Context: an optimization exercise on an open-source flow, tuned for small area, a short achievable clock period and few clock cycles per item. The choices shown serve that exercise and are no tape-out recipe.
The RTL was checked by simulation tests, not by an equivalence proof against the original design.

## flow/design.v (module list and top-level ports; edited modules follow where they fit)
// module seal_sbox: 135 lines
// module seal_aes256: 67 lines
// module seal_aes_round: 40 lines
// module seal_ghash_mul: 13814 lines
// module seal_tag: 111 lines
module seal_tag (
    input  wire         clk,
    input  wire         rst,
    input  wire         start,
    input  wire [255:0] key,
    input  wire [95:0]  nonce,
    input  wire [15:0]  aad_len,      
    output wire         ready,
    input  wire         in_valid,
    input  wire [127:0] in_data,
    output wire         in_ready,
    output reg          done,
    output reg  [63:0]  tag
);
  // ...
==> flow/run.sh <==
#!/bin/bash
# synth_recipe.tcl (not shown) runs the flow's synth.tcl, then flattens the netlist and writes it again
# the make line also repeats each setting of config.mk as NAME=value (left out here)
make -C /OpenROAD-flow-scripts/flow DESIGN_CONFIG=/design/flow/config.mk WORK_HOME=/design/flow/orfs CLKGATE_MAP_FILE= SYNTH_SCRIPT=/design/flow/synth_recipe.tcl finish
==> flow/config.mk <==
export PLATFORM = sky130hd
export DESIGN_NAME = seal_tag
export DESIGN_NICKNAME = seal_tag
export VERILOG_FILES = /design/flow/design.v
export SDC_FILE = /design/flow/constraint.sdc
export NUM_CORES = 4
export LEC_CHECK = 0
export CAP_MARGIN = 20
export CORE_MARGIN = 2
export CORE_UTILIZATION = 25
export PLACE_DENSITY = 0.35
export SLEW_MARGIN = 20
==> flow/constraint.sdc <==
create_clock -name core_clock -period 10.0 [get_ports {clk}]
set_input_delay 2.0000 -clock core_clock [delete_from_list [all_inputs] [get_ports {clk}]]
set_output_delay 2.0000 -clock core_clock [all_outputs]
set_load 0.01 [all_outputs]
==> parameters.txt, run 1 <==
Parameter                              Value

Clock tree
  Clk Tree Root Cell    sky130_fd_sc_hd__clkbuf_16
  Setup Fix Bufs, Post-CTS    0

Place
  Buffers added on ports    566
  Number of cells in the design after placement    39,600

Logic synthesis
  Area fraction in compound gates after synthesis    10.2%
  Yosys top cell area share    30.2%
  Register bit count reported by yosys    1,100
  Main combinational cell family by area after synthesis    XOR/XNOR gates
  Number of enable-type register cells in the synthesized netlist    954
  Fraction of the yosys area taken by sequential cells    14.5%
  Asr flop ratio synth    0%

Worst setup path
  Levels on crit path    19
  Crit path from    u_aes.sa[5]
  Most frequent CP cell    sky130_fd_sc_hd__xor2_1
  Largest stage delay on the critical path    1.09 ns
  Crit path DAT    9.32 ns
  Crit path max fanout    13
  Worst-path cell with the longest stage delay    sky130_fd_sc_hd__edfxtp_1
  Start of the worst register-to-register path    u_aes.sa[5]

Cells and area
  # diodes    127
  Area added between synthesis and finish    17.3%
  Footprint of the multi-input gates    184,000 um2
  Largest reg by FF count    u_aes.win
  Core utilization of the finished layout    29.4%
  Share of post-route cells with drive strength above 1    9.88%
  Multi-input combinational cell count    24,500

Status
  Outcome    complete, no violations

Routing
  Met3 routed WL    98,000 um
  Antenna Violating Nets Remaining    0
  Final routed wirelength across all metal layers    1,520,000 um
  First-pass detailed-route iteration total    7
  Met2 WL post-DR    669,000 um

STA
  Worst-margin pin slew    1.38 ns
  Setup TNS Final    0 ns
  Final setup slack of the worst path    1.26 ns
  Final count of pins violating max slew    0

GRT
  Overflow after GRT    0
  Met2 track demand over resource    51.9%
  Met1 capacity usage during global routing    41.5%

Run
  Max-capacitance violation count    0

Worst hold path
  Hold path startpoint    n_len[10]
  Worst Hold Path EP    f_len[10]
Testbench counts, summed over its fixed seeds: cycles 4,766, packets 192.
==> module seal_aes256, before the edit <==
module seal_aes256 (
    input  wire         clk,
    input  wire         rst,
    input  wire         start,
    input  wire [255:0] key,
    input  wire [95:0]  nonce,
    output reg          busy,
    output wire         fin,        
    output wire [127:0] h,
    output wire [127:0] ej
);
    reg  [127:0] sa;        
    reg  [127:0] sb;        
    reg  [255:0] win;       
    reg  [7:0]   rcon;
    reg  [3:0]   round;     
    assign h  = sa;
    assign ej = sb;
    function [7:0] xtime(input [7:0] b);
        xtime = {b[6:0], 1'b0} ^ (b[7] ? 8'h1b : 8'h00);
    endfunction
    wire         last_round = (round == 4'd14);
    assign fin = busy && last_round;
    wire [127:0] rk = win[127:0];
    wire [127:0] ra, rb;
    seal_aes_round u_ra (.s(sa), .last(last_round), .rk(rk), .y(ra));
    seal_aes_round u_rb (.s(sb), .last(last_round), .rk(rk), .y(rb));
    wire [31:0] w7 = win[31:0];
    wire [31:0] sub_in = round[0] ? {w7[23:0], w7[31:24]} : w7;
    wire [31:0] sub_out;
    genvar i;
    generate
        for (i = 0; i < 4; i = i + 1) begin : g_ks
            seal_sbox u_sbox (.a(sub_in[31-8*i -: 8]), .y(sub_out[31-8*i -: 8]));
        end
    endgenerate
    wire [31:0] temp = round[0] ? (sub_out ^ {rcon, 24'h0}) : sub_out;
    wire [31:0] n0 = win[255:224] ^ temp;
    wire [31:0] n1 = win[223:192] ^ n0;
    wire [31:0] n2 = win[191:160] ^ n1;
    wire [31:0] n3 = win[159:128] ^ n2;
    always @(posedge clk) begin
        if (rst) begin
            busy  <= 1'b0;
        end else if (start && !busy) begin
            busy  <= 1'b1;
        end else if (busy && last_round) begin
            busy  <= 1'b0;
        end
    end
    always @(posedge clk) begin
        if (start && !busy) begin
            sa    <= key[255:128];
            sb    <= {nonce, 32'h1} ^ key[255:128];
            win   <= key;
            rcon  <= 8'h01;
            round <= 4'd1;
        end else if (busy) begin
            sa    <= ra;
            sb    <= rb;
            win   <= {win[127:0], n0, n1, n2, n3};
            if (round[0])
                rcon <= xtime(rcon);
            round <= round + 4'd1;
        end
    end
endmodule
==> module seal_tag, before the edit <==
module seal_tag (
    input  wire         clk,
    input  wire         rst,
    input  wire         start,
    input  wire [255:0] key,
    input  wire [95:0]  nonce,
    input  wire [15:0]  aad_len,      
    output wire         ready,
    input  wire         in_valid,
    input  wire [127:0] in_data,
    output wire         in_ready,
    output reg          done,
    output reg  [63:0]  tag
);
    wire         aes_busy, aes_fin;
    wire [127:0] aes_h, aes_ej;
    reg          aes_full;    
    reg  [15:0]  n_len;       
    reg  [12:0]  n_nb;        
    reg          f_active;    
    reg  [15:0]  f_len;
    reg  [12:0]  f_rem;       
    reg  [127:0] h;
    reg  [63:0]  ej0;
    reg  [127:0] y;           
    reg  [127:0] a_q;         
    reg          a_valid;
    reg          a_len;       
    wire switch_now = aes_full && !f_active;
    wire accept     = start && ready;
    assign ready    = !aes_busy && (!aes_full || !f_active);
    assign in_ready = switch_now ? (n_nb != 13'd0) : (f_active && f_rem != 13'd0);
    wire take = in_valid && in_ready;
    seal_aes256 u_aes (
        .clk   (clk),
        .rst   (rst),
        .start (accept),
        .key   (key),
        .nonce (nonce),
        .busy  (aes_busy),
        .fin   (aes_fin),
        .h     (aes_h),
        .ej    (aes_ej)
    );
    wire [3:0]   m_oct  = switch_now ? n_len[3:0] : f_len[3:0];
    wire         m_last = switch_now ? (n_nb == 13'd1) : (f_rem == 13'd1);
    wire [127:0] keep_mask = (m_last && m_oct != 4'd0) ? ~({128{1'b1}} >> {m_oct, 3'b000})
                                                       : {128{1'b1}};
    wire [127:0] len_block = {45'h0, f_len, 3'b000, 64'h0};
    wire [127:0] prod;
    seal_ghash_mul u_mul (
        .x (y ^ a_q),
        .h (h),
        .z (prod)
    );
    always @(posedge clk) begin
        if (rst) begin
            aes_full <= 1'b0;
        end else if (aes_fin) begin
            aes_full <= 1'b1;
        end else if (switch_now) begin
            aes_full <= 1'b0;
        end
        if (accept) begin
            n_len <= aad_len;
            n_nb  <= {1'b0, aad_len[15:4]} + {12'h0, aad_len[3:0] != 4'd0};
        end
    end
    always @(posedge clk) begin
        if (rst) begin
            f_active <= 1'b0;
        end else if (switch_now) begin
            f_active <= 1'b1;
            f_len    <= n_len;
            f_rem    <= n_nb - {12'h0, take};
            h        <= aes_h;
            ej0      <= aes_ej[127:64];
        end else if (f_active) begin
            if (f_rem == 13'd0)
                f_active <= 1'b0;
            else if (take)
                f_rem <= f_rem - 13'd1;
        end
    end
    always @(posedge clk) begin
        if (rst) begin
            a_valid <= 1'b0;
        end else begin
            a_valid <= take || (!switch_now && f_active && f_rem == 13'd0);
        end
        if (take) begin
            a_q   <= in_data & keep_mask;
            a_len <= 1'b0;
        end else if (!switch_now && f_active && f_rem == 13'd0) begin
            a_q   <= len_block;
            a_len <= 1'b1;
        end
    end
    always @(posedge clk) begin
        if (rst) begin
            y    <= 128'h0;
            done <= 1'b0;
        end else begin
            done <= a_valid && a_len;
            if (a_valid)
                y <= a_len ? 128'h0 : prod;
        end
        if (a_valid && a_len)
            tag <= ej0 ^ prod[127:64];
    end
endmodule
==> run 2, diff against run 1 <==
--- a/flow/design.v
+++ b/flow/design.v
@@ -136,6 +136,7 @@
 module seal_aes256 (
     input  wire         clk,
     input  wire         rst,
+    input  wire         load,
     input  wire         start,
     input  wire [255:0] key,
     input  wire [95:0]  nonce,
@@ -170,21 +171,24 @@
         end
     endgenerate
     wire [31:0] temp = round[0] ? (sub_out ^ {rcon, 24'h0}) : sub_out;
+    wire [31:0] p1 = win[255:224] ^ win[223:192];
+    wire [31:0] p2 = p1 ^ win[191:160];
+    wire [31:0] p3 = p1 ^ (win[191:160] ^ win[159:128]);
     wire [31:0] n0 = win[255:224] ^ temp;
-    wire [31:0] n1 = win[223:192] ^ n0;
-    wire [31:0] n2 = win[191:160] ^ n1;
-    wire [31:0] n3 = win[159:128] ^ n2;
+    wire [31:0] n1 = p1 ^ temp;
+    wire [31:0] n2 = p2 ^ temp;
+    wire [31:0] n3 = p3 ^ temp;
     always @(posedge clk) begin
         if (rst) begin
             busy  <= 1'b0;
-        end else if (start && !busy) begin
+        end else if (load && start) begin
             busy  <= 1'b1;
         end else if (busy && last_round) begin
             busy  <= 1'b0;
         end
     end
     always @(posedge clk) begin
-        if (start && !busy) begin
+        if (load) begin
             sa    <= key[255:128];
             sb    <= {nonce, 32'h1} ^ key[255:128];
             win   <= key;
@@ -14072,10 +14076,11 @@
     wire [127:0] aes_h, aes_ej;
     reg          aes_full;    
     reg  [15:0]  n_len;       
-    reg  [12:0]  n_nb;        
     reg          f_active;    
     reg  [15:0]  f_len;
-    reg  [12:0]  f_rem;       
+    reg  [15:0]  f_rem;       
+    reg          f_has;       
+    reg          f_last;      
     reg  [127:0] h;
     reg  [63:0]  ej0;
     reg  [127:0] y;           
@@ -14083,14 +14088,16 @@
     reg          a_valid;
     reg          a_len;       
     wire switch_now = aes_full && !f_active;
-    wire accept     = start && ready;
+    wire len_load   = f_active && !f_has;
     assign ready    = !aes_busy && (!aes_full || !f_active);
-    assign in_ready = switch_now ? (n_nb != 13'd0) : (f_active && f_rem != 13'd0);
+    wire   n_has    = (n_len != 16'd0);
+    assign in_ready = switch_now ? n_has : (f_active && f_has);
     wire take = in_valid && in_ready;
     seal_aes256 u_aes (
         .clk   (clk),
         .rst   (rst),
-        .start (accept),
+        .load  (ready),
+        .start (start),
         .key   (key),
         .nonce (nonce),
         .busy  (aes_busy),
@@ -14098,8 +14105,8 @@
         .h     (aes_h),
         .ej    (aes_ej)
     );
-    wire [3:0]   m_oct  = switch_now ? n_len[3:0] : f_len[3:0];
-    wire         m_last = switch_now ? (n_nb == 13'd1) : (f_rem == 13'd1);
+    wire [3:0]   m_oct  = switch_now ? n_len[3:0] : f_rem[3:0];
+    wire         m_last = switch_now ? (n_len[15:4] == 12'd0 || n_len == 16'd16) : f_last;
     wire [127:0] keep_mask = (m_last && m_oct != 4'd0) ? ~({128{1'b1}} >> {m_oct, 3'b000})
                                                        : {128{1'b1}};
     wire [127:0] len_block = {45'h0, f_len, 3'b000, 64'h0};
@@ -14117,37 +14124,42 @@
         end else if (switch_now) begin
             aes_full <= 1'b0;
         end
-        if (accept) begin
+        if (ready)
             n_len <= aad_len;
-            n_nb  <= {1'b0, aad_len[15:4]} + {12'h0, aad_len[3:0] != 4'd0};
-        end
     end
+    wire [15:0] rem_now  = switch_now ? n_len : f_rem;
+    wire [15:0] rem_next = (rem_now[15:4] == 12'd0) ? 16'd0
+                                                    : {rem_now[15:4] - 12'd1, rem_now[3:0]};
+    wire [15:0] rem_upd  = take ? rem_next : rem_now;
     always @(posedge clk) begin
         if (rst) begin
             f_active <= 1'b0;
         end else if (switch_now) begin
             f_active <= 1'b1;
-            f_len    <= n_len;
-            f_rem    <= n_nb - {12'h0, take};
-            h        <= aes_h;
-            ej0      <= aes_ej[127:64];
-        end else if (f_active) begin
-            if (f_rem == 13'd0)
-                f_active <= 1'b0;
-            else if (take)
-                f_rem <= f_rem - 13'd1;
+        end else if (len_load) begin
+            f_active <= 1'b0;
+        end
+        if (switch_now) begin
+            f_len <= n_len;
+            h     <= aes_h;
+            ej0   <= aes_ej[127:64];
+        end
+        if (switch_now || take) begin
+            f_rem  <= rem_upd;
+            f_has  <= (rem_upd != 16'd0);
+            f_last <= (rem_upd[15:4] == 12'd0) || (rem_upd == 16'd16);
         end
     end
     always @(posedge clk) begin
         if (rst) begin
             a_valid <= 1'b0;
         end else begin
-            a_valid <= take || (!switch_now && f_active && f_rem == 13'd0);
+            a_valid <= take || len_load;
         end
-        if (take) begin
+        if (in_ready) begin
             a_q   <= in_data & keep_mask;
             a_len <= 1'b0;
-        end else if (!switch_now && f_active && f_rem == 13'd0) begin
+        end else if (len_load) begin
             a_q   <= len_block;
             a_len <= 1'b1;
         end
--- a/flow/config.mk
+++ b/flow/config.mk
@@ -7,6 +7,7 @@
 export LEC_CHECK = 0
 export CAP_MARGIN = 20
 export CORE_MARGIN = 2
-export CORE_UTILIZATION = 25
-export PLACE_DENSITY = 0.35
+export CORE_UTILIZATION = 35
+export PLACE_DENSITY = 0.45
+export SETUP_SLACK_MARGIN = 4
 export SLEW_MARGIN = 20
==> run 2 against run 1 <==
Net effect: the layout now fails its checks (max-capacitance violations, max-slew violations); worst hold slack gained 0.066 ns; sequential share of layout area decreased by 1.9 points; count of clock-buffer cells in the layout up 7; design area increased by 17%; critical path depth up 4; first-iteration DRC count increased by 19%; area after synthesis is 0.25% lower; cell count fell by 1.0%; flip-flop and latch count decreased by 8; via count grew 11%; clock skew increased by 0.024 ns; critical path type unchanged; critical endpoint is now y[79].
==> parameters.txt, run 2 <==
Parameter                              Value

Routing
  Vias post-DR    233,000 (was 210,000)
  Final routed wirelength across all metal layers    1,570,000 um (was 1,520,000 um)
  First-pass detailed-route iteration total    7 (unchanged)
  Iteration-0 DRC Markers    30,800 (was 25,900)
  Vias per Instance    5.89 (was 5.25)
  WL per Instance    39.6 um (was 38.1 um)
  Antenna Violating Nets Remaining    0 (unchanged)
  DRC violation count after routing    0 (unchanged)

Worst setup path
  Register-to-register setup slack    3.48 ns (was 1.26 ns)
  Required arrival time at the worst endpoint    10.82 ns (was 10.57 ns)
  Largest stage delay on the critical path    1.29 ns (was 1.09 ns)
  Worst-path cell with the longest stage delay    sky130_fd_sc_hd__xnor2_2 (was sky130_fd_sc_hd__edfxtp_1)
  Critical Path Source Type    flip-flop (unchanged)
  Crit path max fanout    11 (was 13)
  Most frequent CP cell    sky130_fd_sc_hd__xnor2_1 (was sky130_fd_sc_hd__xor2_1)
  Worst r2r dst    y[79] (was u_aes.sa[101])
  WS Path Type    reg2reg (unchanged)
  Crit path DAT    7.34 ns (was 9.32 ns)
  Worst path cell trace    buf_8 > xor2_4 > buf_12 > buf_8 > xnor2_1 > buf_4 > nor2_1 > xnor2_1 > xnor2_1 > xnor2_2 > buf_4 > buf_4 > xnor2_1 > xnor2_2 > xnor2_1 > xnor2_1 > xnor2_2 > xnor2_1 > xnor2_1 > xnor2_1 > nor3_1 > a21oi_1 > nor2_1 (was xnor3_1 > xor2_1 > xnor2_1 > ha_1 > xor2_1 > xnor2_1 > xnor3_1 > nand4_1 > a211o_1 > o2111ai_1 > nor4_4 > xor2_1 > xnor2_1 > xnor2_1 > xor2_1 > xnor3_1 > o21ai_0 > xor2_1 > o21ai_0)
  Kind of cell adding the most delay to the critical path    XOR/XNOR gates (unchanged)
  Worst Setup End Kind    flip-flop (unchanged)
  Start of the worst register-to-register path    a_q[118] (was u_aes.sa[5])
  Logic depth of the worst register-to-register path    23 (was 19)
  Buffer and inverter count on the worst path    6 (was 0)

Logic synthesis
  Net count after synthesis    28,800 (was 27,800)
  Mapped Avg Cell Area    7.69 um2 (was 7.98 um2)
  Top cells by instance count after synthesis    8,514 x sky130_fd_sc_hd__xnor2_1, 5,376 x sky130_fd_sc_hd__nor2_1, 2,646 x sky130_fd_sc_hd__nand2_1 (was 7,495 x sky130_fd_sc_hd__xnor2_1, 5,358 x sky130_fd_sc_hd__nor2_1, 2,565 x sky130_fd_sc_hd__nand2_1)
  Yosys top cell area share    34.4% (was 30.2%)
  Most repeated cell in the gate-level netlist after synthesis    sky130_fd_sc_hd__xnor2_1 (unchanged)
  Dominant cell type by area after synthesis    sky130_fd_sc_hd__xnor2_1 (unchanged)
  Synthesized instance count    28,200 (was 27,200)
  Register bit count reported by yosys    1,092 (was 1,100)
  Fraction of the yosys area taken by sequential cells    14.5% (about the same)
  Yosys Warn Count    3 (unchanged)
  Synth unique cells    124 (was 120)
  Dominant synthesized flop cell    sky130_fd_sc_hd__edfxtp_1 (unchanged)
  Synthesized area    217,000 um2 (about the same)
  Dominant cells by area after synthesis    sky130_fd_sc_hd__xnor2_1 34%, sky130_fd_sc_hd__edfxtp_1 13%, sky130_fd_sc_hd__xor2_1 10% (was sky130_fd_sc_hd__xnor2_1 30%, sky130_fd_sc_hd__edfxtp_1 13%, sky130_fd_sc_hd__xnor3_1 10%)
  Number of enable-type register cells in the synthesized netlist    946 (was 954)
  Asr flop ratio synth    0% (unchanged)

Cells and area
  Area added between synthesis and finish    37.7% (was 17.3%)
  Leading cell types in the layout, fill and taps excluded    6,471 x sky130_fd_sc_hd__xnor2_1, 5,289 x sky130_fd_sc_hd__nor2_1, 3,123 x sky130_fd_sc_hd__buf_4, 2,593 x sky130_fd_sc_hd__nand2_1, 2,067 x sky130_fd_sc_hd__xor2_1 (was 7,111 x sky130_fd_sc_hd__xnor2_1, 5,354 x sky130_fd_sc_hd__nor2_1, 2,563 x sky130_fd_sc_hd__nand2_1, 2,307 x sky130_fd_sc_hd__xor2_1, 1,661 x sky130_fd_sc_hd__buf_4)
  Commonest non-fill, non-tap cell in the layout    sky130_fd_sc_hd__xnor2_1 (unchanged)
  Share of post-route cells with drive strength above 1    24.8% (was 9.88%)
  Post-route non-filler standard cell count    39,500 (was 40,000)
  Max FFs per register    256 (unchanged)
  Number of inserted filler cells in the final layout    60,100 (was 93,300)
  Largest reg by FF count    u_aes.win (unchanged)
  Number of nets in the layout    31,700 (was 28,800)

Clock tree
  Clock latency reported for the late side of the worst-skew pair    1.03 ns (was 0.95 ns)
  Total CTS buffers    164 (was 151)
  Total number of H-tree levels    4 (unchanged)
  Clock tree buffer depth    4 (unchanged)
  CTS clock-pin slew for the worst setup and hold paths    0.06 ns (about the same)
  TritonCTS clock tree    yes (unchanged)
  Clk Tree Root Cell    sky130_fd_sc_hd__clkbuf_16 (unchanged)
  CTS Sinks    1,092 (was 1,100)

GRT
  Global-route total usage across every layer    47.8% (was 33.3%)
  Vias in the first global route    212,000 (was 198,000)
  Global-route wire length before repair    2,030,000 um (was 1,980,000 um)
  Overflow after GRT    0 (unchanged)
  Initial antenna violation count    150 (was 143)
  Largest net degree at the start of global routing    138 (was 124)

Floorplan
  Number of rows created at floorplan    289 (was 342)
  DIE AREA    625,000 um2 (was 876,000 um2)
  Count of boundary I/O pins    567 (unchanged)
  Floorplan core area    618,000 um2 (was 867,000 um2)
  Die X    791 um (was 936 um)
  Die Span Y    791 um (was 936 um)
  Effective utilization at floorplan    35.1% (was 25.1%)

STA
  Setup-failing EPs final    0 (unchanged)
  Total count of hold-check failures in the final report    0 (unchanged)
  Timing-limited maximum frequency    0.153 GHz (was 0.114 GHz)
  Shortest period the worst path allows    6.52 ns (was 8.74 ns)
  Final setup skew    0.101 ns (was 0.0773 ns)
  Setup TNS Final    0 ns (unchanged)
  Worst relative slew slack    -13.9% (was 7.18%)
  Worst-margin pin slew    1.70 ns (was 1.38 ns)
  RSZ-0062 raised after global routing    true (was false)
  Final worst-path cycle share    65.2% (was 87.4%)
  Final count of pins violating max slew    3 (was 0)

Run
  Max-capacitance violation count    1 (was 0)

Worst hold path
  Worst Hold Path EP    u_aes.rcon[6] (was f_len[10])
  Path class of the lowest-slack min-delay path    reg2reg (unchanged)
  Hold path startpoint    u_aes.rcon[5] (was n_len[10])
  Worst hold stages    2 (was 0)

Place
  Buffers added on ports    566 (unchanged)
  Routability congestion estimate from global placement    1.14 (was 1.04)
  Half-perimeter wire length after placement    1,230,000 um (was 1,260,000 um)
  Number of cells in the design after placement    37,100 (was 39,600)

Status
  Blocking Checks    max-capacitance violations, max-slew violations
  Outcome    complete, but fails checks (was complete, no violations)
==> run 2: changes by cell type after synthesis, sizes merged, moves of 22 or more <==
| cell | change |
|---|---|
| nand3 | +49 |
| xnor2 | +1109 |
| xor3 | -34 |
| a21oi | +61 |
| xnor3 | -592 |
| buf | +115 |
| o21ai | +125 |
| mux2i | -75 |
| clkbuf | -65 |
| nand2b | -22 |
| nand2 | +79 |
| a31oi | +24 |
| xor2 | +113 |
==> run 2: worst max-delay path by stage <==
stage,endpoint,slack [ns],depth (start not counted),startpoint
floorplan,u_aes.sa[0],1.37,3,f_active
global placement,y[113],1.04,20,a_q[17]
detailed placement,u_aes.sb[114],1.51,17,u_aes.sb[1]
CTS,tag[56],3.87,22,a_q[1]
global route,y[79],3.54,23,a_q[118]
finish,y[79],3.48,23,a_q[118]
==> run 2: per-stage QoR <==
stage / hold WS [ns] / util (%) / cell area [um2] / setup slack, ns
after floorplan: 0.421 / - / 217000 / 1.37
after global routing: 0.506 / 48.2 / 298000 / 3.54
after global placement: 0.459 / 39.3 / 243000 / 1.04
final: 0.476 / 48.3 / 298000 / 3.48
after CTS: 0.475 / 45.3 / 280000 / 3.87
after detailed placement: 0.468 / 39.4 / 243000 / 1.51
==> run 2: per-layer routing <==
layer / share of wire (%) / up-vias / GRT usage [%]
met5: 0.038 / - / 0.275
met2: 42 / 15100 / 69.7
met1: 35 / 114000 / 53.3
li1: - / 98700 / -
met3: 9.4 / 4915 / 12.9
met4: 14 / 44 / 54.0
==> run 2: repair_timing <==
action | 4_1_cts | 5_1_grt
hold buffers | 0 | 0
hold endpoints to repair | 0 | 0
resized for setup | 2762 | 1542
gates cloned | 17 | 19
setup buffers | 1218 | 807
pin swaps | 551 | 730
setup endpoints to repair | 576 | 465
==> run 2: cell families after synthesis <==
family / after synthesis / share of synthesized area (%)
xor+xnor: 11700 / 51.1
flops: 1092 / 14.5
simple gates: 9526 / 18.0
mux: 288 / 1.39
fa+ha+maj: 120 / 0.643
buf+inv: 1612 / 3.11
compound gates: 3824 / 11.3
==> run 2: worst reg2reg max path, cell delays in order (launching register included) <==
cell and delay (ns):
sky130_fd_sc_hd__edfxtp_1 0.66, sky130_fd_sc_hd__buf_8 0.26, sky130_fd_sc_hd__xor2_4 0.17, sky130_fd_sc_hd__buf_12 0.20
sky130_fd_sc_hd__buf_8 0.30, sky130_fd_sc_hd__xnor2_1 0.15, sky130_fd_sc_hd__buf_4 0.24, sky130_fd_sc_hd__nor2_1 0.10
sky130_fd_sc_hd__xnor2_1 0.16, sky130_fd_sc_hd__xnor2_1 0.25, sky130_fd_sc_hd__xnor2_2 0.10, sky130_fd_sc_hd__buf_4 0.17
sky130_fd_sc_hd__buf_4 0.14, sky130_fd_sc_hd__xnor2_1 0.25, sky130_fd_sc_hd__xnor2_2 0.16, sky130_fd_sc_hd__xnor2_1 0.32
sky130_fd_sc_hd__xnor2_1 0.17, sky130_fd_sc_hd__xnor2_2 1.29, sky130_fd_sc_hd__xnor2_1 0.32, sky130_fd_sc_hd__xnor2_1 0.23
sky130_fd_sc_hd__xnor2_1 0.44, sky130_fd_sc_hd__nor3_1 0.09, sky130_fd_sc_hd__a21oi_1 0.15, sky130_fd_sc_hd__nor2_1 0.05
==> run 2: cell type report <==
cell class / count / area (um2) / area share, %
flip-flops and latches: 1092 / 31400 / 10.5
repair buffers: 4266 / 38600 / 12.9
multi-input cells: 25500 / 212000 / 71.1
diodes: 132 / 330 / 0.111
clock inverters: 99 / 1000 / 0.335
well taps: 8148 / 10200 / 3.42
inverters: 123 / 509 / 0.171
clock buffers: 199 / 4330 / 1.45
Testbench counts of run 2, summed over its fixed seeds: cycles 4,766, packets 192.

what the ideal ports hide:
No port has a modelled driver above. Below, the same layouts with a new extraction and two added sets of constraints.
Step 1: set_driving_cell puts a clkbuf_16 on clk and a buf_2 on each other input, an assumption about the parent block.
Step 2 adds t to the input delays and takes it off the output delays; t is the mean of the earliest and latest rising clock arrival at the registers after step 1. Input paths then give back, and output paths get back, about the clock's delay inside the block.
Three values: ideal, step 1, step 2; two values: the first two.
| run | t, ns | setup WS [ns] | worst data-port slew with drivers (ns) | cell pins on the clock port's net |
|---|---|---|---|---|
| run 1 | 1.043 | 1.256 / 1.256 / 1.256 | 0.17 | 1 |
| run 2 | 1.118 | 3.483 / 3.483 / 3.483 | 0.28 | 1 |
